Background: an optimization exercise with open tools, aiming at small area and a short achievable clock period. Do not read the settings as production practice.
RTL that was checked went through simulation tests only; none was proved equivalent to the original.
The RTL of runs 1 and 2 was laid out without a check of its function.
The clock port is modelled as an ideal driver, which makes a skipped or thinned clock tree look cheaper than it is; a real chip needs a root buffer or a tree.

<file path="design/flow/config.mk">
export PLATFORM = sky130hd
export DESIGN_NAME = cmd_check
export DESIGN_NICKNAME = cmd_check
export VERILOG_FILES = /design/flow/design.v
export SDC_FILE = /design/flow/constraint.sdc
export NUM_CORES = 4
export LEC_CHECK = 0
export CAP_MARGIN = 20
export CORE_MARGIN = 2
export CORE_UTILIZATION = 40
export SLEW_MARGIN = 20
</file>
<file path="design/flow/constraint.sdc">
create_clock -name core_clock -period 12.0 [get_ports {clk}]
set_input_delay 2.4000 -clock core_clock [delete_from_list [all_inputs] [get_ports {clk}]]
set_output_delay 2.4000 -clock core_clock [all_outputs]
set_load 0.01 [all_outputs]
</file>
<file path="design/flow/design.v">
module cmd_check (
    input  wire        clk,
    input  wire        rst,           
    input  wire        in_valid,
    input  wire [31:0] in_data,       
    input  wire        in_last,       
    input  wire [2:0]  in_nbytes,     
    input  wire        queue_full,    
    input  wire [3:0]  mode,          
    output reg         res_valid,
    output reg         res_proto,     
    output wire [7:0]  res_status,
    output wire [15:0] res_opcode,
    output wire [15:0] res_tag,
    output wire        res_prio
);
    localparam [7:0] ST_OK             = 8'h00;
    localparam [7:0] ST_BAD_OPCODE     = 8'h10;
    localparam [7:0] ST_BAD_LENGTH     = 8'h11;
    localparam [7:0] ST_LENGTH_EXCEEDS = 8'h12;
    localparam [7:0] ST_BAD_CRC        = 8'h13;
    localparam [7:0] ST_OUT_OF_RANGE   = 8'h15;
    localparam [7:0] ST_WRONG_MODE     = 8'h20;
    localparam [7:0] ST_QUEUE_FULL     = 8'h31;
    function op_known(input [15:0] op);
        op_known = (op[15:12] == 4'h0) & (op[7:6] == 2'b00) & ((op[0] & !op[1] & !op[2] & !op[3] & !op[4] & !op[5] & !op[11]) | (op[1] & !op[2] & !op[3] & !op[4] & !op[5] & op[9] & op[10] & !op[11]) | (!op[1] & !op[2] & !op[3] & op[4] & !op[5] & op[8] & !op[10] & !op[11]) | (op[2] & !op[3] & !op[4] & !op[5] & !op[8] & op[9] & op[10] & !op[11]) | (op[1] & !op[2] & !op[3] & !op[4] & !op[5] & !op[8] & !op[10] & !op[11]) | (!op[0] & op[1] & !op[2] & !op[3] & !op[4] & !op[5] & op[10] & !op[11]) | (!op[2] & !op[3] & op[4] & !op[5] & op[8] & op[9] & !op[10] & !op[11]) | (op[0] & !op[1] & !op[2] & !op[3] & !op[4] & !op[5] & !op[9] & !op[10]) | (!op[0] & !op[1] & !op[2] & !op[3] & !op[4] & op[5] & op[8] & !op[10] & !op[11]) | (!op[0] & !op[1] & !op[2] & !op[3] & op[4] & !op[5] & !op[9] & op[10] & !op[11]) | (!op[0] & op[1] & !op[2] & !op[3] & !op[4] & !op[5] & !op[9] & !op[10] & op[11]) | (op[0] & !op[1] & !op[2] & !op[3] & !op[5] & !op[8] & !op[9] & op[10] & !op[11]) | (!op[0] & !op[1] & !op[2] & !op[3] & op[4] & op[8] & !op[9] & !op[10] & !op[11]));
    endfunction
    function len_ok(input [15:0] op, input [12:0] L);
        len_ok =
            (((op[5] & !op[9]) | (!op[1] & !op[8] & !op[9] & !op[10]) | (!op[0] & !op[1] & op[2]) | (!op[0] & op[8] & op[9] & op[10]) | (op[0] & !op[1] & op[4] & op[9]) | (op[0] & op[8] & !op[9] & op[10]) | (!op[0] & !op[8] & !op[9] & !op[10] & !op[11]) | (op[0] & op[1] & !op[2] & !op[8] & op[10])) && (L == 13'd0)) |
            (((op[0] & op[1] & !op[9])) && (L <= 13'd4092)) |
            (((!op[5] & op[8] & !op[9] & !op[10] & !op[11]) | (op[1] & op[2]) | (op[0] & op[1] & op[8]) | (op[0] & op[2]) | (!op[0] & op[8] & op[11]) | (op[0] & !op[4] & !op[8] & !op[9] & op[10])) && (L == 13'd4)) |
            (((!op[1] & !op[8] & op[9] & !op[10])) && (L >= 13'd8 && L <= 13'd4084)) |
            (((!op[0] & !op[8] & op[9] & !op[10])) && (L >= 13'd8 && L <= 13'd1032)) |
            (((op[1] & !op[9] & op[10]) | (op[1] & !op[8] & op[11]) | (op[0] & op[4] & !op[8]) | (op[4] & op[8] & op[10]) | (!op[1] & op[8] & op[9] & op[10]) | (op[0] & op[1] & !op[8] & op[9] & !op[10])) && (L == 13'd8)) |
            (((op[0] & !op[4] & op[8] & op[9] & !op[10])) && (L >= 13'd6 && L <= 13'd2050)) |
            (((!op[0] & !op[1] & op[4] & op[9])) && (L >= 13'd4)) |
            (((!op[0] & op[1] & op[4])) && (L == 13'd12)) |
            (((op[5] & op[9])) && (L >= 13'd14 && L <= 13'd24)) |
            (((!op[0] & op[4] & !op[8])) && (L == 13'd44)) |
            (((!op[1] & !op[2] & !op[8] & op[9] & op[10])) && (L == 13'd260)) |
            (((!op[0] & !op[2] & !op[8] & op[9] & op[10])) && (L >= 13'd13)) |
            (((!op[1] & op[8] & op[11])) && (L == 13'd20));
    endfunction
    function mode_ok(input [15:0] op, input [3:0] md);
        reg [7:0] allowed;
        begin
            allowed[0] = (!op[8] & !op[9] & !op[10] & !op[11]);
            allowed[1] = (op[1] & !op[8] & op[9] & op[10]) | (op[8] & !op[9] & op[10]) | (!op[8] & !op[9] & !op[10] & !op[11]) | (!op[0] & op[2]) | (!op[2] & !op[8] & op[9] & op[10]);
            allowed[2] = (!op[8]) | (op[1]) | (op[0] & !op[10] & !op[11]) | (!op[9] & op[10]) | (op[4] & op[9]) | (op[4] & op[5]);
            allowed[3] = (!op[8]) | (op[4]) | (op[1]) | (op[0] & !op[10] & !op[11]) | (!op[9] & op[10]);
            allowed[4] = (!op[4] & !op[5]) | (op[9]) | (op[10]) | (op[0]) | (op[4] & op[5]);
            allowed[5] = (!op[2] & !op[8]) | (!op[0] & op[1]) | (op[0] & !op[10] & !op[11]) | (!op[9] & op[10]) | (!op[0] & !op[5] & op[9]) | (op[4] & op[5]) | (op[1] & op[2]);
            allowed[6] = (op[0] & !op[10] & !op[11]) | (!op[0] & !op[5] & op[9]) | (!op[8] & !op[10]) | (op[8] & !op[9] & op[10]) | (op[5] & !op[9]) | (op[0] & op[1] & !op[8]) | (!op[2] & !op[8] & op[9]);
            allowed[7] = (!op[8] & !op[10]) | (!op[5] & op[9] & !op[10]) | (op[1] & !op[8] & op[9]) | (op[8] & !op[9] & op[10]) | (!op[0] & op[2]) | (op[4] & op[5]) | (!op[2] & !op[8] & op[9]);
            mode_ok = !md[3] && allowed[md[2:0]];
        end
    endfunction
    localparam [2:0] S_H0 = 3'd0, S_H1 = 3'd1, S_H2 = 3'd2,
                     S_FULL = 3'd4, S_PART = 3'd5, S_DONE = 3'd6;
    reg  [2:0]  nxt;           
    reg  [2:0]  cur;           
    reg         xh;            
    reg         v;             
    reg         l1, q1;        
    reg         mok1;          
    reg         nbok1;         
    reg         fin1;          
    reg  [31:0] x;
    reg  [10:0] cnt;           
    reg  [1:0]  r;             
    reg  [15:0] op_r, tag_r;   
    reg         prio_r;
    reg         over_r;        
    reg         p1;            
    reg         vf_r;          
    reg         rz_r;          
    reg         lenok_r;       
    reg         hok_r;         
    reg         cok_r;         
    reg  [4:0]  stat_r;        
    wire take  = in_valid & ~rst;
    wire dec   = v & (cur == S_FULL);
    wire cnt0  = dec ? (cnt == 11'd1) : (cnt == 11'd0);
    wire n_hdr = !nxt[2];
    wire n_part = (nxt == S_PART);
    reg [2:0] nxt_n;
    always @(*) begin
        if (in_last)
            nxt_n = S_H0;
        else case (nxt)
            S_H0:    nxt_n = S_H1;
            S_H1:    nxt_n = S_H2;
            S_H2:    nxt_n = S_FULL;
            S_FULL:  nxt_n = !cnt0 ? S_FULL : (r == 2'd0) ? S_DONE : S_PART;
            default: nxt_n = S_DONE;
        endcase
    end
    wire [15:0] c16_a = {x[7:0], x[15:8]};       
    wire [15:0] c16_y;
    wire [15:0] c16_b = c16_y ^ {x[23:16], x[31:24]};
    wire [15:0] c16_z;
    wire m16a_t16 = c16_a[9] ^ c16_a[13];
    wire m16a_t17 = c16_a[10] ^ c16_a[14];
    wire m16a_t18 = c16_a[4] ^ c16_a[8];
    wire m16a_t19 = c16_a[7] ^ c16_a[15];
    wire m16a_t20 = c16_a[6] ^ m16a_t17;
    wire m16a_t21 = c16_a[5] ^ m16a_t16;
    wire m16a_t22 = c16_a[12] ^ m16a_t18;
    wire m16a_t23 = c16_a[3] ^ c16_a[11];
    wire m16a_t24 = c16_a[1] ^ c16_a[12];
    wire m16a_t25 = c16_a[0] ^ c16_a[11];
    wire m16a_t26 = c16_a[2] ^ c16_a[13];
    wire m16a_t27 = c16_a[14] ^ m16a_t23;
    wire m16a_t28 = m16a_t21 ^ m16a_t24;
    wire m16a_t29 = m16a_t22 ^ m16a_t25;
    wire m16a_t30 = c16_a[15] ^ m16a_t22;
    wire m16a_t31 = c16_a[11] ^ m16a_t20;
    wire m16a_t32 = m16a_t19 ^ m16a_t27;
    wire m16a_t33 = m16a_t26 ^ m16a_t20;
    wire m16a_t34 = m16a_t21 ^ m16a_t29;
    wire m16a_t35 = m16a_t20 ^ m16a_t28;
    wire m16a_t36 = m16a_t19 ^ m16a_t26;
    wire m16a_t37 = m16a_t36 ^ m16a_t31;
    wire m16a_t38 = c16_a[8] ^ c16_a[12];
    wire m16a_t39 = m16a_t38 ^ m16a_t32;
    wire m16a_t40 = m16a_t16 ^ m16a_t30;
    wire m16a_t41 = m16a_t17 ^ m16a_t21;
    wire m16a_t42 = c16_a[15] ^ m16a_t31;
    wire m16a_t43 = c16_a[0] ^ m16a_t18;
    wire m16a_t44 = m16a_t19 ^ m16a_t43;
    wire m16a_t45 = c16_a[8] ^ c16_a[1];
    wire m16a_t46 = c16_a[5] ^ c16_a[9];
    wire m16a_t47 = m16a_t45 ^ m16a_t46;
    wire m16a_t48 = c16_a[9] ^ c16_a[2];
    wire m16a_t49 = c16_a[10] ^ c16_a[6];
    wire m16a_t50 = m16a_t48 ^ m16a_t49;
    wire m16a_t51 = c16_a[7] ^ c16_a[10];
    wire m16a_t52 = m16a_t23 ^ m16a_t51;
    assign c16_y[0] = m16a_t29;
    assign c16_y[1] = m16a_t28;
    assign c16_y[2] = m16a_t33;
    assign c16_y[3] = m16a_t32;
    assign c16_y[4] = m16a_t30;
    assign c16_y[5] = m16a_t34;
    assign c16_y[6] = m16a_t35;
    assign c16_y[7] = m16a_t37;
    assign c16_y[8] = m16a_t39;
    assign c16_y[9] = m16a_t40;
    assign c16_y[10] = m16a_t41;
    assign c16_y[11] = m16a_t42;
    assign c16_y[12] = m16a_t44;
    assign c16_y[13] = m16a_t47;
    assign c16_y[14] = m16a_t50;
    assign c16_y[15] = m16a_t52;
    wire m16b_t16 = c16_b[9] ^ c16_b[13];
    wire m16b_t17 = c16_b[10] ^ c16_b[14];
    wire m16b_t18 = c16_b[4] ^ c16_b[8];
    wire m16b_t19 = c16_b[7] ^ c16_b[15];
    wire m16b_t20 = c16_b[6] ^ m16b_t17;
    wire m16b_t21 = c16_b[5] ^ m16b_t16;
    wire m16b_t22 = c16_b[12] ^ m16b_t18;
    wire m16b_t23 = c16_b[3] ^ c16_b[11];
    wire m16b_t24 = c16_b[1] ^ c16_b[12];
    wire m16b_t25 = c16_b[0] ^ c16_b[11];
    wire m16b_t26 = c16_b[2] ^ c16_b[13];
    wire m16b_t27 = c16_b[14] ^ m16b_t23;
    wire m16b_t28 = m16b_t21 ^ m16b_t24;
    wire m16b_t29 = m16b_t22 ^ m16b_t25;
    wire m16b_t30 = c16_b[15] ^ m16b_t22;
    wire m16b_t31 = c16_b[11] ^ m16b_t20;
    wire m16b_t32 = m16b_t19 ^ m16b_t27;
    wire m16b_t33 = m16b_t26 ^ m16b_t20;
    wire m16b_t34 = m16b_t21 ^ m16b_t29;
    wire m16b_t35 = m16b_t20 ^ m16b_t28;
    wire m16b_t36 = m16b_t19 ^ m16b_t26;
    wire m16b_t37 = m16b_t36 ^ m16b_t31;
    wire m16b_t38 = c16_b[8] ^ c16_b[12];
    wire m16b_t39 = m16b_t38 ^ m16b_t32;
    wire m16b_t40 = m16b_t16 ^ m16b_t30;
    wire m16b_t41 = m16b_t17 ^ m16b_t21;
    wire m16b_t42 = c16_b[15] ^ m16b_t31;
    wire m16b_t43 = c16_b[0] ^ m16b_t18;
    wire m16b_t44 = m16b_t19 ^ m16b_t43;
    wire m16b_t45 = c16_b[8] ^ c16_b[1];
    wire m16b_t46 = c16_b[5] ^ c16_b[9];
    wire m16b_t47 = m16b_t45 ^ m16b_t46;
    wire m16b_t48 = c16_b[9] ^ c16_b[2];
    wire m16b_t49 = c16_b[10] ^ c16_b[6];
    wire m16b_t50 = m16b_t48 ^ m16b_t49;
    wire m16b_t51 = c16_b[7] ^ c16_b[10];
    wire m16b_t52 = m16b_t23 ^ m16b_t51;
    assign c16_z[0] = m16b_t29;
    assign c16_z[1] = m16b_t28;
    assign c16_z[2] = m16b_t33;
    assign c16_z[3] = m16b_t32;
    assign c16_z[4] = m16b_t30;
    assign c16_z[5] = m16b_t34;
    assign c16_z[6] = m16b_t35;
    assign c16_z[7] = m16b_t37;
    assign c16_z[8] = m16b_t39;
    assign c16_z[9] = m16b_t40;
    assign c16_z[10] = m16b_t41;
    assign c16_z[11] = m16b_t42;
    assign c16_z[12] = m16b_t44;
    assign c16_z[13] = m16b_t47;
    assign c16_z[14] = m16b_t50;
    assign c16_z[15] = m16b_t52;
    wire [31:0] c32_x = x;
    wire [31:0] c32_n;
    wire m32_t32 = c32_x[0] ^ c32_x[22];
    wire m32_t33 = c32_x[2] ^ c32_x[7];
    wire m32_t34 = c32_x[3] ^ c32_x[21];
    wire m32_t35 = c32_x[1] ^ c32_x[23];
    wire m32_t36 = c32_x[4] ^ m32_t32;
    wire m32_t37 = c32_x[5] ^ c32_x[12];
    wire m32_t38 = c32_x[13] ^ c32_x[29];
    wire m32_t39 = c32_x[6] ^ c32_x[11];
    wire m32_t40 = c32_x[10] ^ c32_x[26];
    wire m32_t41 = c32_x[17] ^ c32_x[24];
    wire m32_t42 = c32_x[19] ^ c32_x[27];
    wire m32_t43 = c32_x[14] ^ c32_x[30];
    wire m32_t44 = c32_x[16] ^ c32_x[28];
    wire m32_t45 = c32_x[18] ^ c32_x[25];
    wire m32_t46 = c32_x[15] ^ c32_x[31];
    wire m32_t47 = c32_x[8] ^ c32_x[9];
    wire m32_t48 = c32_x[20] ^ m32_t33;
    wire m32_t49 = c32_x[23] ^ m32_t44;
    wire m32_t50 = c32_x[3] ^ c32_x[5];
    wire m32_t51 = c32_x[4] ^ c32_x[24];
    wire m32_t52 = c32_x[25] ^ c32_x[29];
    wire m32_t53 = c32_x[28] ^ m32_t34;
    wire m32_t54 = m32_t38 ^ m32_t43;
    wire m32_t55 = m32_t35 ^ m32_t42;
    wire m32_t56 = c32_x[8] ^ m32_t37;
    wire m32_t57 = m32_t36 ^ m32_t45;
    wire m32_t58 = c32_x[18] ^ c32_x[26];
    wire m32_t59 = c32_x[0] ^ c32_x[12];
    wire m32_t60 = c32_x[9] ^ c32_x[14];
    wire m32_t61 = c32_x[2] ^ c32_x[20];
    wire m32_t62 = c32_x[27] ^ c32_x[30];
    wire m32_t63 = c32_x[31] ^ m32_t40;
    wire m32_t64 = c32_x[7] ^ m32_t46;
    wire m32_t65 = m32_t35 ^ m32_t41;
    wire m32_t66 = m32_t39 ^ m32_t40;
    wire m32_t67 = m32_t38 ^ m32_t59;
    wire m32_t68 = m32_t33 ^ m32_t34;
    wire m32_t69 = c32_x[6] ^ c32_x[26];
    wire m32_t70 = c32_x[13] ^ c32_x[17];
    wire m32_t71 = c32_x[2] ^ c32_x[28];
    wire m32_t72 = c32_x[0] ^ c32_x[31];
    wire m32_t73 = c32_x[7] ^ c32_x[13];
    wire m32_t74 = c32_x[11] ^ c32_x[15];
    wire m32_t75 = c32_x[8] ^ c32_x[22];
    wire m32_t76 = c32_x[9] ^ c32_x[15];
    wire m32_t77 = c32_x[6] ^ c32_x[10];
    wire m32_t78 = c32_x[7] ^ c32_x[16];
    wire m32_t79 = c32_x[6] ^ m32_t46;
    wire m32_t80 = c32_x[20] ^ m32_t43;
    wire m32_t81 = m32_t52 ^ m32_t61;
    wire m32_t82 = c32_x[10] ^ m32_t34;
    wire m32_t83 = m32_t33 ^ m32_t60;
    wire m32_t84 = c32_x[24] ^ m32_t47;
    wire m32_t85 = m32_t37 ^ m32_t46;
    wire m32_t86 = c32_x[25] ^ m32_t39;
    wire m32_t87 = m32_t50 ^ m32_t77;
    wire m32_t88 = c32_x[5] ^ m32_t32;
    wire m32_t89 = c32_x[27] ^ m32_t47;
    wire m32_t90 = c32_x[22] ^ m32_t51;
    wire m32_t91 = c32_x[9] ^ m32_t66;
    wire m32_t92 = c32_x[21] ^ m32_t36;
    wire m32_t93 = c32_x[1] ^ m32_t54;
    wire m32_t94 = m32_t68 ^ m32_t79;
    wire m32_t95 = m32_t48 ^ m32_t51;
    wire m32_t96 = m32_t53 ^ m32_t72;
    wire m32_t97 = m32_t41 ^ m32_t82;
    wire m32_t98 = m32_t45 ^ m32_t53;
    wire m32_t99 = m32_t41 ^ m32_t49;
    wire m32_t100 = m32_t45 ^ m32_t64;
    wire m32_t101 = m32_t36 ^ m32_t48;
    wire m32_t102 = m32_t44 ^ m32_t55;
    wire m32_t103 = c32_x[3] ^ c32_x[8];
    wire m32_t104 = c32_x[16] ^ m32_t35;
    wire m32_t105 = m32_t69 ^ m32_t103;
    wire m32_t106 = m32_t104 ^ m32_t105;
    wire m32_t107 = m32_t101 ^ m32_t106;
    wire m32_t108 = c32_x[4] ^ c32_x[5];
    wire m32_t109 = m32_t108 ^ m32_t68;
    wire m32_t110 = m32_t65 ^ m32_t89;
    wire m32_t111 = m32_t109 ^ m32_t110;
    wire m32_t112 = m32_t71 ^ m32_t84;
    wire m32_t113 = m32_t87 ^ m32_t57;
    wire m32_t114 = m32_t112 ^ m32_t113;
    wire m32_t115 = c32_x[4] ^ c32_x[7];
    wire m32_t116 = c32_x[19] ^ m32_t35;
    wire m32_t117 = m32_t50 ^ m32_t52;
    wire m32_t118 = m32_t115 ^ m32_t116;
    wire m32_t119 = m32_t117 ^ m32_t91;
    wire m32_t120 = m32_t118 ^ m32_t119;
    wire m32_t121 = m32_t62 ^ m32_t66;
    wire m32_t122 = m32_t56 ^ m32_t95;
    wire m32_t123 = m32_t121 ^ m32_t122;
    wire m32_t124 = m32_t37 ^ m32_t73;
    wire m32_t125 = m32_t86 ^ m32_t89;
    wire m32_t126 = m32_t124 ^ m32_t96;
    wire m32_t127 = m32_t125 ^ m32_t126;
    wire m32_t128 = c32_x[3] ^ c32_x[10];
    wire m32_t129 = m32_t60 ^ m32_t61;
    wire m32_t130 = m32_t128 ^ m32_t67;
    wire m32_t131 = m32_t49 ^ m32_t129;
    wire m32_t132 = m32_t130 ^ m32_t131;
    wire m32_t133 = c32_x[4] ^ m32_t74;
    wire m32_t134 = m32_t133 ^ m32_t97;
    wire m32_t135 = m32_t93 ^ m32_t134;
    wire m32_t136 = c32_x[2] ^ c32_x[11];
    wire m32_t137 = c32_x[16] ^ m32_t43;
    wire m32_t138 = m32_t136 ^ m32_t85;
    wire m32_t139 = m32_t137 ^ m32_t57;
    wire m32_t140 = m32_t138 ^ m32_t139;
    wire m32_t141 = c32_x[19] ^ m32_t70;
    wire m32_t142 = m32_t46 ^ m32_t56;
    wire m32_t143 = m32_t141 ^ m32_t101;
    wire m32_t144 = m32_t142 ^ m32_t143;
    wire m32_t145 = c32_x[5] ^ c32_x[13];
    wire m32_t146 = m32_t58 ^ m32_t145;
    wire m32_t147 = m32_t83 ^ m32_t146;
    wire m32_t148 = m32_t92 ^ m32_t147;
    wire m32_t149 = c32_x[14] ^ c32_x[15];
    wire m32_t150 = m32_t75 ^ m32_t149;
    wire m32_t151 = m32_t87 ^ m32_t55;
    wire m32_t152 = m32_t150 ^ m32_t151;
    wire m32_t153 = m32_t39 ^ m32_t76;
    wire m32_t154 = m32_t49 ^ m32_t153;
    wire m32_t155 = m32_t95 ^ m32_t154;
    wire m32_t156 = c32_x[0] ^ m32_t78;
    wire m32_t157 = m32_t52 ^ m32_t56;
    wire m32_t158 = m32_t156 ^ m32_t97;
    wire m32_t159 = m32_t157 ^ m32_t158;
    wire m32_t160 = c32_x[1] ^ c32_x[26];
    wire m32_t161 = c32_x[30] ^ m32_t39;
    wire m32_t162 = m32_t70 ^ m32_t47;
    wire m32_t163 = m32_t160 ^ m32_t161;
    wire m32_t164 = m32_t162 ^ m32_t57;
    wire m32_t165 = m32_t163 ^ m32_t164;
    wire m32_t166 = c32_x[18] ^ m32_t37;
    wire m32_t167 = m32_t83 ^ m32_t55;
    wire m32_t168 = m32_t63 ^ m32_t166;
    wire m32_t169 = m32_t167 ^ m32_t168;
    wire m32_t170 = m32_t73 ^ m32_t74;
    wire m32_t171 = m32_t40 ^ m32_t90;
    wire m32_t172 = m32_t170 ^ m32_t102;
    wire m32_t173 = m32_t171 ^ m32_t172;
    wire m32_t174 = c32_x[11] ^ c32_x[14];
    wire m32_t175 = c32_x[27] ^ m32_t174;
    wire m32_t176 = m32_t81 ^ m32_t56;
    wire m32_t177 = m32_t175 ^ m32_t99;
    wire m32_t178 = m32_t176 ^ m32_t177;
    wire m32_t179 = c32_x[30] ^ m32_t69;
    wire m32_t180 = m32_t76 ^ m32_t41;
    wire m32_t181 = m32_t67 ^ m32_t179;
    wire m32_t182 = m32_t180 ^ m32_t98;
    wire m32_t183 = m32_t181 ^ m32_t182;
    wire m32_t184 = m32_t78 ^ m32_t42;
    wire m32_t185 = m32_t63 ^ m32_t184;
    wire m32_t186 = m32_t93 ^ m32_t57;
    wire m32_t187 = m32_t185 ^ m32_t186;
    wire m32_t188 = c32_x[17] ^ m32_t39;
    wire m32_t189 = m32_t42 ^ m32_t43;
    wire m32_t190 = m32_t44 ^ m32_t50;
    wire m32_t191 = m32_t64 ^ m32_t36;
    wire m32_t192 = m32_t188 ^ m32_t189;
    wire m32_t193 = m32_t190 ^ m32_t191;
    wire m32_t194 = m32_t192 ^ m32_t193;
    wire m32_t195 = c32_x[3] ^ c32_x[17];
    wire m32_t196 = c32_x[29] ^ m32_t32;
    wire m32_t197 = m32_t71 ^ m32_t58;
    wire m32_t198 = m32_t195 ^ m32_t85;
    wire m32_t199 = m32_t196 ^ m32_t197;
    wire m32_t200 = m32_t198 ^ m32_t199;
    wire m32_t201 = c32_x[30] ^ m32_t38;
    wire m32_t202 = m32_t42 ^ m32_t75;
    wire m32_t203 = m32_t58 ^ m32_t48;
    wire m32_t204 = m32_t201 ^ m32_t202;
    wire m32_t205 = m32_t203 ^ m32_t204;
    wire m32_t206 = c32_x[23] ^ m32_t42;
    wire m32_t207 = m32_t47 ^ m32_t80;
    wire m32_t208 = m32_t206 ^ m32_t96;
    wire m32_t209 = m32_t207 ^ m32_t208;
    wire m32_t210 = c32_x[29] ^ m32_t40;
    wire m32_t211 = m32_t84 ^ m32_t49;
    wire m32_t212 = m32_t210 ^ m32_t94;
    wire m32_t213 = m32_t211 ^ m32_t212;
    wire m32_t214 = m32_t62 ^ m32_t65;
    wire m32_t215 = m32_t81 ^ m32_t91;
    wire m32_t216 = m32_t214 ^ m32_t215;
    wire m32_t217 = c32_x[11] ^ c32_x[12];
    wire m32_t218 = c32_x[24] ^ m32_t33;
    wire m32_t219 = m32_t62 ^ m32_t217;
    wire m32_t220 = m32_t63 ^ m32_t218;
    wire m32_t221 = m32_t219 ^ m32_t98;
    wire m32_t222 = m32_t220 ^ m32_t221;
    wire m32_t223 = c32_x[31] ^ m32_t67;
    wire m32_t224 = m32_t86 ^ m32_t48;
    wire m32_t225 = m32_t102 ^ m32_t223;
    wire m32_t226 = m32_t224 ^ m32_t225;
    wire m32_t227 = c32_x[6] ^ c32_x[12];
    wire m32_t228 = m32_t227 ^ m32_t54;
    wire m32_t229 = m32_t99 ^ m32_t92;
    wire m32_t230 = m32_t228 ^ m32_t229;
    wire m32_t231 = m32_t65 ^ m32_t88;
    wire m32_t232 = m32_t54 ^ m32_t100;
    wire m32_t233 = m32_t231 ^ m32_t232;
    wire m32_t234 = c32_x[3] ^ c32_x[19];
    wire m32_t235 = m32_t234 ^ m32_t80;
    wire m32_t236 = m32_t90 ^ m32_t100;
    wire m32_t237 = m32_t235 ^ m32_t236;
    wire m32_t238 = c32_x[1] ^ c32_x[19];
    wire m32_t239 = c32_x[25] ^ m32_t238;
    wire m32_t240 = m32_t88 ^ m32_t239;
    wire m32_t241 = m32_t94 ^ m32_t240;
    assign c32_n[0] = m32_t107;
    assign c32_n[1] = m32_t111;
    assign c32_n[2] = m32_t114;
    assign c32_n[3] = m32_t120;
    assign c32_n[4] = m32_t123;
    assign c32_n[5] = m32_t127;
    assign c32_n[6] = m32_t132;
    assign c32_n[7] = m32_t135;
    assign c32_n[8] = m32_t140;
    assign c32_n[9] = m32_t144;
    assign c32_n[10] = m32_t148;
    assign c32_n[11] = m32_t152;
    assign c32_n[12] = m32_t155;
    assign c32_n[13] = m32_t159;
    assign c32_n[14] = m32_t165;
    assign c32_n[15] = m32_t169;
    assign c32_n[16] = m32_t173;
    assign c32_n[17] = m32_t178;
    assign c32_n[18] = m32_t183;
    assign c32_n[19] = m32_t187;
    assign c32_n[20] = m32_t194;
    assign c32_n[21] = m32_t200;
    assign c32_n[22] = m32_t205;
    assign c32_n[23] = m32_t209;
    assign c32_n[24] = m32_t213;
    assign c32_n[25] = m32_t216;
    assign c32_n[26] = m32_t222;
    assign c32_n[27] = m32_t226;
    assign c32_n[28] = m32_t230;
    assign c32_n[29] = m32_t233;
    assign c32_n[30] = m32_t237;
    assign c32_n[31] = m32_t241;
    wire [31:0] base  = (nxt == S_H0) ? 32'h0000FFFF :
                        n_hdr         ? {16'h0000, c16_z[7:0], c16_z[15:8]} :
                        xh            ? 32'hFFFFFFFF : c32_n;
    wire [3:1]  lanes = {!n_part, !n_part | (r == 2'd3), !n_part | r[1]};
    wire [31:0] x_n   = base ^ (in_data & {{8{lanes[3]}}, {8{lanes[2]}},
                                           {8{lanes[1]}}, 8'hFF});
    always @(posedge clk) begin
        v     <= take;
        l1    <= in_last;
        q1    <= queue_full;
        mok1  <= mode_ok(op_r, mode);
        nbok1 <= in_nbytes[2] | (n_part && (in_nbytes[1:0] >= r));
        if (rst)
            nxt <= S_H0;
        else if (take)
            nxt <= nxt_n;
        cur  <= nxt;
        fin1 <= n_part | ((nxt == S_FULL) & cnt0 & (r == 2'd0));
        p1   <= in_data[0];
        if (in_valid) begin
            x  <= x_n;
            xh <= n_hdr;
        end
        if (in_valid & (nxt == S_H1))
            vf_r <= (in_data[15:8] == 8'h01) && (in_data[7:1] == 7'h00);
        if (in_valid & (nxt == S_H2))
            rz_r <= (in_data[15:0] == 16'h0000);
    end
    wire h0   = (cur == S_H0);
    wire h1   = (cur == S_H1);
    wire h2   = (cur == S_H2);
    wire pay  = cur[2];
    wire done = (cur == S_DONE);
    wire hok_now = (c16_y == {x[31:24], x[23:16]});
    wire cok_now = (r == 2'd0) ? (x == 32'hFFFFFFFF) :
                   (r == 2'd1) ? (x == 32'h00BE26ED) :
                   (r == 2'd2) ? (x == 32'hBE26ED00) : (x == 32'h2DFD1072);
    wire hdr_cpl = pay | (h2 & nbok1);
    wire hok     = h2 ? hok_now : hok_r;
    wire len6    = done | (fin1 & nbok1);
    wire cok     = done ? cok_r : cok_now;
    wire good    = hdr_cpl & hok;
    reg [7:0] status;
    always @(*) begin
        if (!hok)                       status = ST_BAD_CRC;
        else if (over_r)                status = ST_LENGTH_EXCEEDS;
        else if (q1)                    status = ST_QUEUE_FULL;
        else if (!(vf_r & rz_r))        status = ST_OUT_OF_RANGE;
        else if (!pay || !len6)         status = ST_BAD_LENGTH;
        else if (!cok)                  status = ST_BAD_CRC;
        else if (!op_known(op_r))       status = ST_BAD_OPCODE;
        else if (!lenok_r)              status = ST_BAD_LENGTH;
        else if (!mok1)                 status = ST_WRONG_MODE;
        else                            status = ST_OK;
    end
    always @(posedge clk) begin
        if (v & h1) begin
            cnt     <= x[28:18];
            r       <= x[17:16];
            over_r  <= (x[31:16] > 16'd4096);
            lenok_r <= len_ok(op_r, x[28:16]);
        end else if (dec)
            cnt <= cnt - 11'd1;
        if (v & h2)
            hok_r <= hok_now;
        if (v & fin1)
            cok_r <= cok_now;
        if (v & l1 & !good) begin
            op_r   <= 16'h0000;
            tag_r  <= 16'h0000;
            prio_r <= 1'b0;
        end else begin
            if (v & h0) begin
                op_r  <= ~x[15:0];
                tag_r <= x[31:16];
            end
            if (v & h1)
                prio_r <= p1;
        end
        res_valid <= v & l1 & ~rst;
        res_proto <= !hdr_cpl;
        stat_r    <= hdr_cpl ? {status[5], status[4], status[2:0]} : 5'd0;
    end
    assign res_status = {2'b00, stat_r[4], stat_r[3], 1'b0, stat_r[2:0]};
    assign res_opcode = op_r;
    assign res_tag    = tag_r;
    assign res_prio   = prio_r;
endmodule
</file>
<file path="design/flow/flow/run.sh">
#!/bin/bash
# Own layout flow: the standard layout (standard.sh), with
# - the clock tree rebuilt after clock tree synthesis as one level of
#   clkbuf_16 buffers, each driving a group of nearby flip-flops, all four
#   driven from the clock port (flow/clock_tree.tcl, run as ORFS's
#   POST_CTS_TCL hook);
# - ORFS's timing repair after global routing (and after clock tree
#   synthesis) aiming for setup slack well above zero, so that the achieved
#   period comes out short; repair may resize a cell to any footprint;
# - the ports buffered with buf_2 cells.
# The SDC, clock period and every other setting are the standard flow's.
set -euo pipefail
here=$(pwd)
margin=$(cat "$here/flow/setup_margin.txt")
export POST_CTS_TCL="$here/flow/post_cts.tcl"
bash standard.sh "SETUP_SLACK_MARGIN=$margin" "MATCH_CELL_FOOTPRINT=0" \
    "BUFFER_PORTS_ARGS=-buffer_cell sky130_fd_sc_hd__buf_2" \
    "POST_CTS_TCL=$here/flow/post_cts.tcl" finish \
    > "$here/standard_sh.log" 2>&1
</file>
<file path="design/flow/flow/clock_tree.tcl">
proc my_one_level_clock_tree { nbuf } {
  set db [ord::get_db]
  set block [ord::get_db_block]
  set master [$db findMaster sky130_fd_sc_hd__clkbuf_16]
  set clk [$block findNet clk]

  # Walk the tree from the port: buffers and dummy loads are dropped, the
  # rest are sinks.
  set sinks {}
  set drop_insts {}
  set drop_nets {}
  set todo [list $clk]
  while { [llength $todo] } {
    set net [lindex $todo 0]
    set todo [lrange $todo 1 end]
    foreach it [$net getITerms] {
      if { [$it isOutputSignal] } { continue }
      set inst [$it getInst]
      set name [$inst getName]
      if { [string match "clkbuf_*" $name] || [string match "clkload*" $name] } {
        lappend drop_insts $inst
        foreach ot [$inst getITerms] {
          if { [$ot isOutputSignal] && [$ot getNet] ne "NULL" } {
            lappend drop_nets [$ot getNet]
            lappend todo [$ot getNet]
          }
        }
      } else {
        lappend sinks $it
      }
    }
  }
  puts "clock tree: [llength $sinks] sinks, dropping [llength $drop_insts] cells"

  # Sink locations.
  set pts {}
  foreach it $sinks {
    set bb [[$it getInst] getBBox]
    lappend pts [list [expr {([$bb xMin] + [$bb xMax]) / 2.0}] [expr {([$bb yMin] + [$bb yMax]) / 2.0}]]
  }
  # k-means, started from points spread along x then y order.
  set n [llength $pts]
  set sorted [lsort -real -index 0 $pts]
  set cent {}
  for { set k 0 } { $k < $nbuf } { incr k } {
    lappend cent [lindex $sorted [expr {int(($k + 0.5) * $n / $nbuf)}]]
  }
  # Balanced k-means: each group takes at most cap sinks, nearest first.
  set cap [expr {($n + $nbuf - 1) / $nbuf + 1}]
  for { set iter 0 } { $iter < 30 } { incr iter } {
    set pairs {}
    set i 0
    foreach p $pts {
      for { set k 0 } { $k < $nbuf } { incr k } {
        set c [lindex $cent $k]
        lappend pairs [list [expr {abs([lindex $p 0] - [lindex $c 0]) + abs([lindex $p 1] - [lindex $c 1])}] $i $k]
      }
      incr i
    }
    set asg [lrepeat $n -1]
    set used [lrepeat $nbuf 0]
    foreach pr [lsort -real -index 0 $pairs] {
      lassign $pr d i k
      if { [lindex $asg $i] >= 0 || [lindex $used $k] >= $cap } { continue }
      lset asg $i $k
      lset used $k [expr {[lindex $used $k] + 1}]
    }
    set newc {}
    for { set k 0 } { $k < $nbuf } { incr k } {
      set sx 0.0; set sy 0.0; set cnt 0
      foreach p $pts a $asg {
        if { $a == $k } { set sx [expr {$sx + [lindex $p 0]}]; set sy [expr {$sy + [lindex $p 1]}]; incr cnt }
      }
      if { $cnt } { lappend newc [list [expr {$sx / $cnt}] [expr {$sy / $cnt}]] } else { lappend newc [lindex $cent $k] }
    }
    set cent $newc
  }

  # Remove the old tree.
  foreach it $sinks { $it disconnect }
  foreach inst $drop_insts { odb::dbInst_destroy $inst }
  foreach net $drop_nets { odb::dbNet_destroy $net }

  # Build the new one.
  for { set k 0 } { $k < $nbuf } { incr k } {
    set inst [odb::dbInst_create $block $master "clkbuf_leaf_${k}_clk"]
    set net [odb::dbNet_create $block "clknet_leaf_${k}_clk"]
    $net setSigType CLOCK
    foreach it [$inst getITerms] {
      set mt [[$it getMTerm] getName]
      if { $mt eq "A" } { $it connect $clk }
      if { $mt eq "X" } { $it connect $net }
    }
    set c [lindex $cent $k]
    $inst setLocation [expr {int([lindex $c 0])}] [expr {int([lindex $c 1])}]
    $inst setPlacementStatus PLACED
    $inst setSourceType TIMING
    set cnt 0
    foreach it $sinks a $asg {
      if { $a == $k } { $it connect $net; incr cnt }
    }
    puts "clock buffer $k: $cnt sinks at $c"
  }
  $clk setSigType CLOCK
}
</file>
<file path="design/flow/flow/post_cts.tcl">
# POST_CTS hook: one level of clock buffers instead of TritonCTS's tree.
source [file join [file dirname [info script]] clock_tree.tcl]
my_one_level_clock_tree 4
detailed_placement
check_placement -verbose
estimate_parasitics -placement
report_clock_latency
</file>
<file path="design/flow/flow/setup_margin.txt">
8.9
</file>
<file path="design/flow/standard.sh">
#!/bin/bash
# synth_recipe.tcl (not shown) runs the flow's synth.tcl, then flattens the netlist and writes it again
# the make line also repeats each setting of config.mk as NAME=value (left out here)
make -C /OpenROAD-flow-scripts/flow DESIGN_CONFIG=/design/flow/config.mk WORK_HOME=/design/flow/orfs CLKGATE_MAP_FILE= SYNTH_SCRIPT=/design/flow/synth_recipe.tcl "${@:-finish}"
</file>
==> metrics.md, run 1 <==
| Metric | Value |
|---|---|
| Critical path capture point type | flop |
| Ys Warns | 1 |
| Layout net count | 1226 |
| Core ar. | 22700 sq um |
| RSZ-0062 raised after global routing | yes |
| Max Slew Vio Count | 0 |
| Post-Synth Simple-Gate Area | 0.146 |
| Vias per cell | 5.50 |
| Largest family of logic cells by synthesized area | XOR/XNOR gates |
| Final Hold Fails | 0 |
| Die ar. | 24400 sq um |
| Slew margin rel. | 0.358 |
| Initial Util | 0.409 |
| FF-to-FF Start | x[29] |
| Async set or reset register ratio after synthesis | 0 |
| Yosys reg bits | 105 |
| Period utilization | 0.271 |
| Finished Core Util | 0.507 |
| Worst-Skew Late Latency | 0.17 ns |
| Global-route wire length before repair | 45200 um |
| Placement Cell Area | 9790 sq um |
| Cell Rows | 55 |
| Vias in the first global route | 7614 |
| Antenna cells | 0 |
| Synth Area in Adders | 0.0135 |
| # port buffers | 83 |
| Register area share after synthesis | 0.283 |
| DRT Pass-1 Iters | 5 |
| EDFF count, synth | 52 |
| Top_reg_cell synth | dfxtp_1 |
| Post-synthesis mux area share | 0.00768 |
| Share of layout cells above drive strength 1 | 0.271 |
| Post-Synth XOR/XNOR Area | 0.377 |
| Placed wire-length estimate | 20000 um |
| Hold Crit Depth | 2 |
| Die Span Y | 156 um |
| WL final | 30100 um |
| Drt initial violations | 789 |
| IO Pins | 87 |
| Area Overhead vs Synth | 24.1% |
| Max Fclk | 308 MHz |
| Critical path data arrival time | 3.32 ns |
| FF/Latch Area | 2690 sq um |
| Reg2reg path depth | 8 |
| DIE WIDTH | 156 um |
| Min-Delay Startpoint | tag_r[12] |
| Worst r2r dst | x[14] |
| Post-Syn Area | 9280 sq um |
| Data required, critical path | 12.07 ns |
| Clk slew on worst S/H paths | 0.09 ns |
| Max Cap Violations | 0 |
| Final Critical Period | 3.25 ns |
| Filler Cells Inserted | 2116 |
| Worst hold slack | 0.463 ns |
| DR vias | 8003 |
| Most common cell after layout, fill and taps aside | xnor2_1 |
| Mean routed wirelength per cell | 20.7 um |
| Crit path kind | primary input to flop |
| Post-Syn Area per Cell | 8.97 sq um |
| Footprint of the multi-input gates | 6590 sq um |
| Antenna violations before repair | 0 |
| CP max FO | 4 |
| Total GRT Usage | 0.244 |
| Reg2reg setup slack | 8.97 ns |
| Placer Congestion | 0.922 |
| Setup TNS | 0 ns |
| Cell area after layout | 11500 sq um |
| CTS Sinks | 105 |
| Largest net degree at the start of global routing | 41 |
| Synth Area in Compound Gates | 0.126 |
| Worst Setup Start Kind | primary input |
| GR Overflow Total | 0 |
| Hold Path End | tag_r[12] |
| Worst clock skew | 0.0148 ns |
| Post-Syn Instances | 1035 |
| Post-DRT Antenna Nets | 0 |
| Least-Margin Pin Slew | 0.959 ns |
| DRC viols | 0 |
| Unique masters post-synth | 67 |
| Most frequent cells in the layout | xnor2_1, nand2_1, buf_4 |
| HP Class | flop to flop |
| # setup viols final | 0 |
| Outcome | no timing/DRC/antenna violations |
==> stage by stage <==
stage / cells / worst slack [ns]
floorplan: 1037 / 8.82
global placement: 1339 / 8.12
detailed placement: 1339 / 8.11
global route: 1455 / 8.69
finish: 1455 / 8.75
==> Yosys cell counts, drive strengths merged, types with 3 or more instances <==
cell type,instances,area (sq um)
o2111ai,4,35.0
and2,4,25.0
o211ai,4,30.0
nor4,17,106
a31oi,8,50.1
xnor3,15,339
xor3,5,120
nor3,18,90.1
nand2,110,413
edfxtp,52,1560
a211oi,21,228
o31ai,6,45.0
or2,3,18.8
nand3,15,75.1
dfxtp,53,1060
buf,34,203
inv,19,71.3
a21oi,38,201
or3,3,18.8
a2111oi,5,56.3
and3,3,18.8
ha,10,125
nor2b,10,62.6
mux2i,6,60.1
nand4b,4,35.0
or4,7,52.6
nand4,7,43.8
clkbuf,43,161
xor2,94,850
o22ai,14,87.6
o21ai,52,260
nor2,62,233
nor3b,4,30.0
xnor2,243,2190
nand2b,14,87.6
==> per-layer routing <==
layer / vias to the layer above / wire [um] / GRT usage
li1: 3788 / - / -
met1: 3777 / 12900 / 0.334
met2: 369 / 13900 / 0.392
met3: 69 / 2280 / 0.0371
met4: 0 / 1110 / 0.0869
met5: - / 0 / 0
==> critical path, cell delays in order <==
cell and delay [ns]:
buf_2 0.12, nand2_1 0.06, or3_1 0.30, a21oi_1 0.17, o32ai_2 0.12, nor2b_1 0.14
==> cell families after synthesis <==
kind of cell,after synthesis
AOI/OAI and AO/OA,172
muxes,7
and+or+nand+nor,286
xor gates and xnor gates,357
other,1
DFF,105
buffers and inverters,97
adders and majority gates,10
==> flip-flops by register name, summed over array words and instances, names as in the netlist, 2 cells and up <==
signal / cells
r: 2
nxt: 3
tag_r: 16
x: 32
cnt: 11
op_r: 16
cur: 3
stat_r: 5
==> how the worst max path moves through the flow <==
stage	start	end	slack, ns	cells after the start
after global routing	mode[1]	mok1	8.69	6
after floorplan	mode[1]	mok1	8.82	5
after global placement	in_valid	rz_r	8.12	3
after detailed placement	in_valid	rz_r	8.11	3
final	mode[1]	mok1	8.75	6
==> cell type report, clock buffers not listed <==
cell class	count	area share
Multi-Input combinational cell	837	0.572
Sequential cell	105	0.234
Timing Repair Buffer	204	0.148
Tap cell	285	0.0310
Inverter	20	0.00652
==> run 2: changes to the inputs <==
==> design/flow/flow/setup_margin.txt (replaced) <==
8.75
==> run 2 against run 1 <==
Clock skew rose by 0.0098 ns. Critical endpoint is now rz_r. Largest cell class unchanged. Highest routed layer unchanged.
==> metrics.md, run 2 <==
| Metric | Value |
|---|---|
| Initial Util | 0.409 |
| Data required, critical path | 12.01 ns |
| Max Fclk | 306 MHz |
| DIE WIDTH | 156 um |
| Die Span Y | 156 um |
| # port buffers | 83 |
| Filler Cells Inserted | 2200 |
| # setup viols final | 0 |
| FF/Latch Area | 2680 sq um |
| Layout net count | 1206 |
| Critical path capture point type | flop |
| IO Pins | 87 |
| Max Cap Violations | 0 |
| Setup TNS | 0 ns |
| Clk slew on worst S/H paths | 0.11 ns |
| Top reg by flops | x |
| Dominant cell type by area after synthesis | xnor2_1 |
| Post-DRT Antenna Nets | 0 |
| Register area share after synthesis | 0.283 |
| Period utilization | 0.272 |
| GR Overflow Total | 0 |
| Area share of the largest cell type after synthesis | 0.222 |
| Most frequent cells in the layout | xnor2_1, nand2_1, buf_4 |
| Slowest stage delay, CP | 0.30 ns |
| Final Hold Fails | 0 |
| Critical path data arrival time | 3.28 ns |
| Placer Congestion | 0.959 |
| Worst clock skew | 0.0247 ns |
| Synth top area cells | xnor2_1, edfxtp_1, dfxtp_1 |
| Share of layout cells above drive strength 1 | 0.234 |
| Post-Syn Area per Cell | 8.97 sq um |
| Least-Margin Pin Slew | 0.924 ns |
| Total GRT Usage | 0.242 |
| EDFF count, synth | 52 |
| Final Critical Period | 3.27 ns |
| Area Overhead vs Synth | 17.5% |
| Cell Rows | 55 |
| Vias in the first global route | 7619 |
| Slew margin rel. | 0.382 |
| Worst Setup Start Kind | primary input |
| Top post-synthesis cells by count | xnor2_1, nand2_1, xor2_1 |
| Placed wire-length estimate | 20200 um |
| Max reg flops | 32 |
| Vias per cell | 5.60 |
| Unique masters post-synth | 67 |
| Most common cell after layout, fill and taps aside | xnor2_1 |
| Async set or reset register ratio after synthesis | 0 |
| DRC viols | 0 |
| Global-route wire length before repair | 44900 um |
| Die ar. | 24400 sq um |
| Ys Warns | 1 |
| Worst-Skew Late Latency | 0.18 ns |
| Top_reg_cell synth | dfxtp_1 |
| Antenna violations before repair | 0 |
| Outcome | no timing/DRC/antenna violations |
| DR vias | 8039 |
| DRT Pass-1 Iters | 5 |
| CP max FO | 2 |
| RSZ-0062 raised after global routing | yes |
| HP Class | flop to flop |
| CP max stage cell | nor4_1 |
| Antenna cells | 0 |
| Reg2reg setup slack | 8.80 ns |
| Max Slew Vio Count | 0 |
| Drt initial violations | 693 |
| Mean routed wirelength per cell | 20.9 um |
| Largest net degree at the start of global routing | 41 |
| Post-Syn Area | 9280 sq um |
| Core ar. | 22700 sq um |
| Worst path cell trace | buf_2, nor4_1, nand4_1, buf_4, nor3_1 |
| WL final | 29900 um |
| Top Registers | x (32), op_r (16), tag_r (16) |
| Footprint of the multi-input gates | 6410 sq um |
| Most frequent cell after synthesis | xnor2_1 |
| Crit path kind | primary input to flop |
| Post-Syn Instances | 1035 |
| CTS Sinks | 105 |
| Yosys reg bits | 105 |
[run 2: cell counts after synthesis]
Identical to the previous run, type by type.
[run 2: path summary, 6_finish.rpt]
path	to	depth (start not counted)	startpoint
worst max-delay path	rz_r	5	in_data[5]
worst min-delay path	prio_r	2	p1
worst max register to register	x[14]	9	x[12]
worst min register to register	prio_r	2	p1
[run 2: cell type report, clock buffers not listed]
class / instances / area share
Multi-Input combinational cell: 836 / 0.588
Sequential cell: 105 / 0.245
Timing Repair Buffer: 185 / 0.118
Tap cell: 285 / 0.0327
Inverter: 20 / 0.00688
[run 2: per-layer routing]
| metal | vias up | track usage | part of all wire |
|---|---|---|---|
| met5 | - | 0 | 0 |
| met4 | 0 | 0.0791 | 0.032 |
| met3 | 64 | 0.0429 | 0.091 |
| met2 | 410 | 0.379 | 0.45 |
| met1 | 3820 | 0.338 | 0.42 |
| li1 | 3745 | - | - |
[run 2: worst max-delay path, delay by kind of cell]
| family | cells | cell delay [ns] |
|---|---|---|
| simple gates | 3 | 0.58 |
| buf+inv | 2 | 0.30 |
[run 2: cell families (layout without fill, tap and decap cells)]
| group | count (synthesis) | after routing | synth area share |
|---|---|---|---|
| AOI/OAI and AO/OA | 172 | 173 | 0.126 |
| xor gates and xnor gates | 357 | 357 | 0.377 |
| adders and majority gates | 10 | 10 | 0.0135 |
| buffers and inverters | 97 | 209 | 0.0473 |
| DFF | 105 | 105 | 0.283 |
| muxes | 7 | 7 | 0.00768 |
| other | 1 | 3 | 0.000404 |
| and+or+nand+nor | 286 | 286 | 0.146 |
[run 2: per-stage QoR]
stage / instances / cell area (sq um) / utilization / setup slack, ns / hold slack, ns
after detailed placement: 1342 / 9810 / 0.432 / 8.12 / 0.435
final: 1435 / 10900 / 0.480 / 8.73 / 0.437
after floorplan: 1037 / 9290 / - / 8.76 / 0.329
after global placement: 1342 / 9810 / 0.432 / 8.15 / 0.429
after global routing: 1435 / 10900 / 0.480 / 8.72 / 0.460
==> run 3: changes to the inputs <==
--- a/design/flow/design.v
+++ b/design/flow/design.v
@@ -75,4 +75,4 @@
     reg         p1;            
-    reg         vf_r;          
-    reg         rz_r;          
+    reg         hz1;           
+    reg         vrf_r;         
     reg         lenok_r;       
@@ -475,6 +475,4 @@
         end
-        if (in_valid & (nxt == S_H1))
-            vf_r <= (in_data[15:8] == 8'h01) && (in_data[7:1] == 7'h00);
-        if (in_valid & (nxt == S_H2))
-            rz_r <= (in_data[15:0] == 16'h0000);
+        hz1  <= (nxt == S_H1) ? (in_data[15:8] == 8'h01) && (in_data[7:1] == 7'h00) :
+                                (in_data[15:0] == 16'h0000);
     end
@@ -491,2 +489,3 @@
     wire hok     = h2 ? hok_now : hok_r;
+    wire vrf     = h2 ? (vrf_r & hz1) : vrf_r;
     wire len6    = done | (fin1 & nbok1);
@@ -499,3 +498,3 @@
         else if (q1)                    status = ST_QUEUE_FULL;
-        else if (!(vf_r & rz_r))        status = ST_OUT_OF_RANGE;
+        else if (!vrf)                  status = ST_OUT_OF_RANGE;
         else if (!pay || !len6)         status = ST_BAD_LENGTH;
@@ -509,2 +508,3 @@
         if (v & h1) begin
+            vrf_r   <= hz1;
             cnt     <= x[28:18];
@@ -515,4 +515,6 @@
             cnt <= cnt - 11'd1;
-        if (v & h2)
+        if (v & h2) begin
+            vrf_r <= vrf;
             hok_r <= hok_now;
+        end
         if (v & fin1)
==> design/flow/flow/setup_margin.txt (replaced) <==
8.7
==> run 3 against run 2 <==
Via count fell by 0.37%. Highest routed layer unchanged. Clock skew fell by 0.012 ns. Register-to-register slack got worse by 0.02 ns. Design area fell by 0.20%. Synthesized cell count fell by 1.1%. Sequential share of layout area fell by 0.17 points. Routed wire length rose by 1.9%. Still clean on timing, DRC and antenna. Cell count rose by 0.63%. First-iteration DRC count rose by 29%. Critical path depth rose by 3.
==> metrics.md, run 3 <==
| Metric | Value |
|---|---|
| Max Fclk | 311 MHz |
| Most common cell after layout, fill and taps aside | xnor2_1 |
| Finished Core Util | 0.467 |
| Layout net count | 1181 |
| Most frequent cells in the layout | xnor2_1, nand2_1, xor2_1, buf_4, buf_2 |
| Synth Area in Adders | 0.0132 |
| # setup viols final | 0 |
| Worst setup startpoint | x[7] |
| CP max FO | 8 |
| Worst hold slack | 0.458 ns |
| Antenna cells | 0 |
| Vias per cell | 5.55 |
| Cell Rows | 56 |
| Ys Warns | 1 |
| Clk slew on worst S/H paths | 0.12 ns |
| Post-Syn Area | 9450 sq um |
| FF-to-FF Start | x[7] |
| Post-synthesis mux area share | 0.00662 |
| Synth Area in Compound Gates | 0.135 |
| Period utilization | 0.268 |
| DR vias | 8009 |
| Data required, critical path | 11.94 ns |
| Drt initial violations | 893 |
| Antenna violations before repair | 1 |
| Max Cap Violations | 0 |
| IO Pins | 87 |
| Synth top area cells | xnor2_1, edfxtp_1, dfxtp_1 |
| Post-Syn Area per Cell | 9.23 sq um |
| Final Critical Period | 3.22 ns |
| HP Class | flop to flop |
| Worst clock skew | 0.0129 ns |
| RSZ-0062 raised after global routing | yes |
| Slew margin rel. | 0.363 |
| Area Overhead vs Synth | 15.2% |
| Post-Synth Simple-Gate Area | 0.136 |
| Top_reg_cell synth | dfxtp_1 |
| Max reg flops | 32 |
| Core ar. | 23300 sq um |
| Placer Congestion | 0.961 |
| GR Overflow Total | 0 |
| Yosys reg bits | 105 |
| DIE WIDTH | 158 um |
| Largest family of logic cells by synthesized area | XOR/XNOR gates |
| Die Span Y | 158 um |
| Placed wire-length estimate | 20400 um |
| Min-Delay Startpoint | tag_r[11] |
| Setup TNS | 0 ns |
| Worst-Skew Late Latency | 0.18 ns |
| Vias in the first global route | 7539 |
| Worst Setup Start Kind | flop |
| Post-Synth XOR/XNOR Area | 0.383 |
| WL final | 30500 um |
| Die ar. | 24900 sq um |
| Share of layout cells above drive strength 1 | 0.209 |
| Final Hold Fails | 0 |
| Max Slew Vio Count | 0 |
| Post-Syn Instances | 1024 |
| Critical path data arrival time | 3.15 ns |
| EDFF count, synth | 51 |
| Crit path kind | flop to flop |
| # port buffers | 83 |
| Largest net degree at the start of global routing | 49 |
| Top post-synthesis cells by count | xnor2_1, nand2_1, xor2_1 |
| Dominant cell type by area after synthesis | xnor2_1 |
| CTS Sinks | 105 |
| Unique masters post-synth | 75 |
| Least-Margin Pin Slew | 0.952 ns |
| Most frequent cell after synthesis | xnor2_1 |
| DRC viols | 0 |
| Register area share after synthesis | 0.276 |
| Mean routed wirelength per cell | 21.1 um |
| Global-route wire length before repair | 45800 um |
| Total GRT Usage | 0.245 |
| Async set or reset register ratio after synthesis | 0 |
| Outcome | no timing/DRC/antenna violations |
| Top Registers | x (32), op_r (16), tag_r (16) |
| DRT Pass-1 Iters | 5 |
| Initial Util | 0.405 |
| Post-DRT Antenna Nets | 0 |
| Critical path capture point type | flop |
| Area share of the largest cell type after synthesis | 0.202 |
| Top reg by flops | x |
[run 3: cell count changes after synthesis, moves of 7 or more]
| cell | change |
|---|---|
| xnor2_1 | -17 |
| xnor3_1 | +13 |
| nor2_1 | -8 |
| xor2_1 | -8 |
| a21oi_1 | +7 |
[run 3: stage by stage]
stage	setup slack, ns	cell area [sq um]	std cells
final	8.78	10900	1444
after global routing	8.61	10900	1444
after global placement	8.33	9980	1356
after floorplan	8.88	9460	1026
after detailed placement	8.30	9980	1356
[run 3: cell families (layout without fill, tap and decap cells)]
family / Yosys count / after routing
other: 1 / 3
and+or+nand+nor: 263 / 263
muxes: 6 / 6
buffers and inverters: 106 / 204
xor gates and xnor gates: 346 / 346
AOI/OAI and AO/OA: 187 / 188
DFF: 105 / 105
adders and majority gates: 10 / 10
[run 3: final timing paths]
kind | to | slack (ns) | cells past startpoint
worst max-delay path | x[0] | 8.78 | 8
worst min-delay path | tag_r[11] | 0.46 | 2
worst max register to register | x[0] | 8.78 | 8
worst min register to register | tag_r[11] | 0.46 | 2
[run 3: worst max-delay path, stage by stage, from the launching register on]
cell and delay, ns:
edfxtp_1 0.55, buf_12 0.20, xnor2_4 0.37, xnor3_1 0.52, xnor3_2 0.50, xor2_2 0.24
xnor3_1 0.33, o21ai_1 0.17, xor2_1 0.09
[run 3: layout make-up, clock buffers not listed]
type                    count  area [sq um]
fillers                  2278         12400
repair buffers            175          1200
multi-input cells         816          6440
flip-flops and latches    105          2650
inverters                  25          93.8
well taps                 319           399
[run 3: layer usage]
metal / routed length, um / GRT usage / up-vias
li1: - / - / 3713
met1: 13000 / 0.337 / 3860
met2: 14300 / 0.402 / 365
met3: 2250 / 0.0276 / 71
met4: 956 / 0.0810 / 0
met5: 0 / 0 / -
==> run 4: changes to the inputs <==
==> design/flow/flow/setup_margin.txt (replaced) <==
8.6
--- a/design/flow/config.mk
+++ b/design/flow/config.mk
@@ -9,3 +9,3 @@
 export CORE_MARGIN = 2
-export CORE_UTILIZATION = 40
+export CORE_UTILIZATION = 60
 export SLEW_MARGIN = 20
==> run 4 against run 3 <==
Setup slack worse by 0.091 ns. Clock skew is 0.0068 ns higher. Design area is 4.1% lower. Cell count is 9.7% lower. First-iteration DRC count is 2.2% higher. Global-route usage is 9.8 points higher. Largest cell class unchanged. Highest routed layer unchanged.
==> metrics.md, run 4 <==
| Metric | Value |
|---|---|
| Outcome | no timing/DRC/antenna violations |
| Finished Core Util | 0.681 |
| HP Class | flop to flop |
| DRC viols | 0 |
| Most common cell after layout, fill and taps aside | xnor2_1 |
| Core ar. | 15300 sq um |
| Final Critical Period | 3.31 ns |
| Area Overhead vs Synth | 10.4% |
| Dominant cell type by area after synthesis | xnor2_1 |
| Hold Crit Depth | 2 |
| Ys Warns | 1 |
| Synth top area cells | xnor2_1, edfxtp_1, dfxtp_1 |
| Die ar. | 16800 sq um |
| Share of layout cells above drive strength 1 | 0.180 |
| Vias in the first global route | 7424 |
| Critical path capture point type | flop |
| Worst r2r dst | x[0] |
| DIE WIDTH | 130 um |
| DRT Pass-1 Iters | 7 |
| Placer Congestion | 0.975 |
| Async set or reset register ratio after synthesis | 0 |
| Post-Syn Area per Cell | 9.23 sq um |
| Area share of the largest cell type after synthesis | 0.202 |
| Worst hold slack | 0.443 ns |
| Min-Delay Startpoint | p1 |
| Least-Margin Pin Slew | 0.963 ns |
| GR Overflow Total | 0 |
| Mean routed wirelength per cell | 22.0 um |
| Max reg flops | 32 |
| Max Slew Vio Count | 0 |
| Critical path data arrival time | 3.22 ns |
| Period utilization | 0.276 |
| DR vias | 7909 |
| Clk slew on worst S/H paths | 0.11 ns |
| Top post-synthesis cells by count | xnor2_1, nand2_1, xor2_1 |
| Placed wire-length estimate | 19100 um |
| Global-route wire length before repair | 43000 um |
| Top reg by flops | x |
| Vias per cell | 6.07 |
| Top Registers | x (32), op_r (16), tag_r (16) |
| Slowest stage delay, CP | 1.00 ns |
| Slew margin rel. | 0.358 |
| Top_reg_cell synth | dfxtp_1 |
| Yosys reg bits | 105 |
| Met1 GRT Util | 0.449 |
| Max Fclk | 302 MHz |
| Register area share after synthesis | 0.276 |
| Unique masters post-synth | 75 |
| GRT busiest layer | met2 |
| CTS Sinks | 105 |
| Largest net degree at the start of global routing | 49 |
| Final Hold Fails | 0 |
| Hold Path End | prio_r |
| Layout net count | 1149 |
| Worst-Skew Late Latency | 0.18 ns |
| Post-Syn Instances | 1024 |
| Fin cells | 1304 |
| Die Span Y | 130 um |
| Met2 usage | 0.576 |
| Drt initial violations | 913 |
| FF-to-FF Start | x[19] |
| Worst Setup Start Kind | flop |
| Post-Syn Area | 9450 sq um |
| Worst path cell trace | xor2_1, xnor2_1, xnor3_1, xnor3_1, o21ai_1, xor2_1 |
| IO Pins | 87 |
| CP Buf/Inv Count | 0 |
| WL final | 28700 um |
| Antenna violations before repair | 0 |
| RSZ-0062 raised after global routing | no |
| Setup TNS | 0 ns |
| Total GRT Usage | 0.343 |
| Antenna cells | 0 |
| CP top delay family | XOR/XNOR gates |
| # setup viols final | 0 |
| # placed instances | 1247 |
| Reg2reg path depth | 6 |
| Crit path kind | flop to flop |
| Reg2reg setup slack | 8.69 ns |
| Most frequent cells in the layout | xnor2_1, nand2_1, xor2_1 |
| EDFF count, synth | 51 |
| Most frequent cell after synthesis | xnor2_1 |
| Initial Util | 0.617 |
| Max Cap Violations | 0 |
| CP max FO | 16 |
| Crit path depth | 6 |
| CP max stage cell | edfxtp_1 |
| Post-DRT Antenna Nets | 0 |
| # port buffers | 83 |
| Cell Rows | 45 |
| Data required, critical path | 11.91 ns |
| Worst clock skew | 0.0197 ns |
| Met3 Use GR | 0.0491 |
[run 4: cell counts after synthesis]
Identical to the previous run, type by type.
[run 4: stage by stage]
stage	area, sq um	setup slack [ns]
after floorplan	9460	8.88
after global placement	9840	8.36
after detailed placement	9840	8.35
after global routing	10400	8.59
final	10400	8.69
[run 4: cells by family (layout without fill, tap and decap cells)]
group,count (synthesis),in the layout,share of synthesized area
adder cells (fa/ha/maj),10,10,0.0132
buffers and inverters,106,172,0.0496
AND/OR/NAND/NOR,263,263,0.136
flip-flops,105,105,0.276
multiplexers,6,6,0.00662
other,1,3,0.000397
AO/OA/AOI/OAI,187,188,0.135
XOR/XNOR,346,346,0.383
[run 4: worst reg2reg max path, delay by kind of cell, from the launching register on]
family	cells	cell delay, ns
XOR/XNOR	5	1.78
flip-flops	1	1.00
AO/OA/AOI/OAI	1	0.27
[run 4: area by class of cell, clock buffers not listed]
class	instances	area, sq um
flip-flops and latches	105	2650
fillers	1318	4880
well taps	211	264
inverters	25	93.8
repair buffers	143	893
multi-input cells	816	6440
[run 4: how the worst max path moves through the flow]
stage	slack, ns	from	to
2_1_floorplan	8.88	in_nbytes[0]	nbok1
3_3_place_gp	8.36	in_valid	nxt[1]
3_5_place_dp	8.35	in_valid	nxt[1]
5_1_grt	8.59	x[8]	tag_r[10]
6_report	8.69	x[19]	x[0]
[run 4: routing by layer]
layer | vias to the layer above | wire, um
li1 | 3650 | -
met1 | 3763 | 11500
met2 | 426 | 13700
met3 | 70 | 2320
met4 | 0 | 1120
met5 | - | 0

==> port drivers added, routing unchanged <==
No port has a modelled driver above. Below, the same layouts with a new extraction and two added sets of constraints.
Step 1 (the two cells are an assumption about what drives the block):
set clk [get_ports {clk}]
set_driving_cell -lib_cell sky130_fd_sc_hd__clkbuf_16 $clk
set_driving_cell -lib_cell sky130_fd_sc_hd__buf_2 [delete_from_list [all_inputs] $clk]
Step 2 adds t to the input delays and takes it off the output delays; t is the mean of the earliest and latest rising clock arrival at the registers after step 1. Input paths then give back, and output paths get back, about the clock's delay inside the block.
Slacks: ideal ports / drivers / drivers and shift; pairs: ideal ports / drivers.
| run | t, ns | setup WS [ns] | hold slack, ns | worst data-port slew with drivers (ns) | pins driven straight from the clock port |
|---|---|---|---|---|---|
| run 1 | 0.267 | 8.750 / 8.828 / 8.561 | 0.463 / 0.463 / 0.463 | 0.14 | 4 |
| run 2 | 0.259 | 8.731 / 8.712 / 8.542 | 0.437 / 0.437 / 0.437 | 0.04 | 4 |
| run 3 | 0.270 | 8.784 / 8.774 / 8.605 | 0.458 / 0.458 / 0.458 | 0.03 | 4 |
| run 4 | 0.265 | 8.693 / 8.609 / 8.578 | 0.443 / 0.443 / 0.443 | 0.03 | 4 |
After both steps every run listed still meets setup and hold.
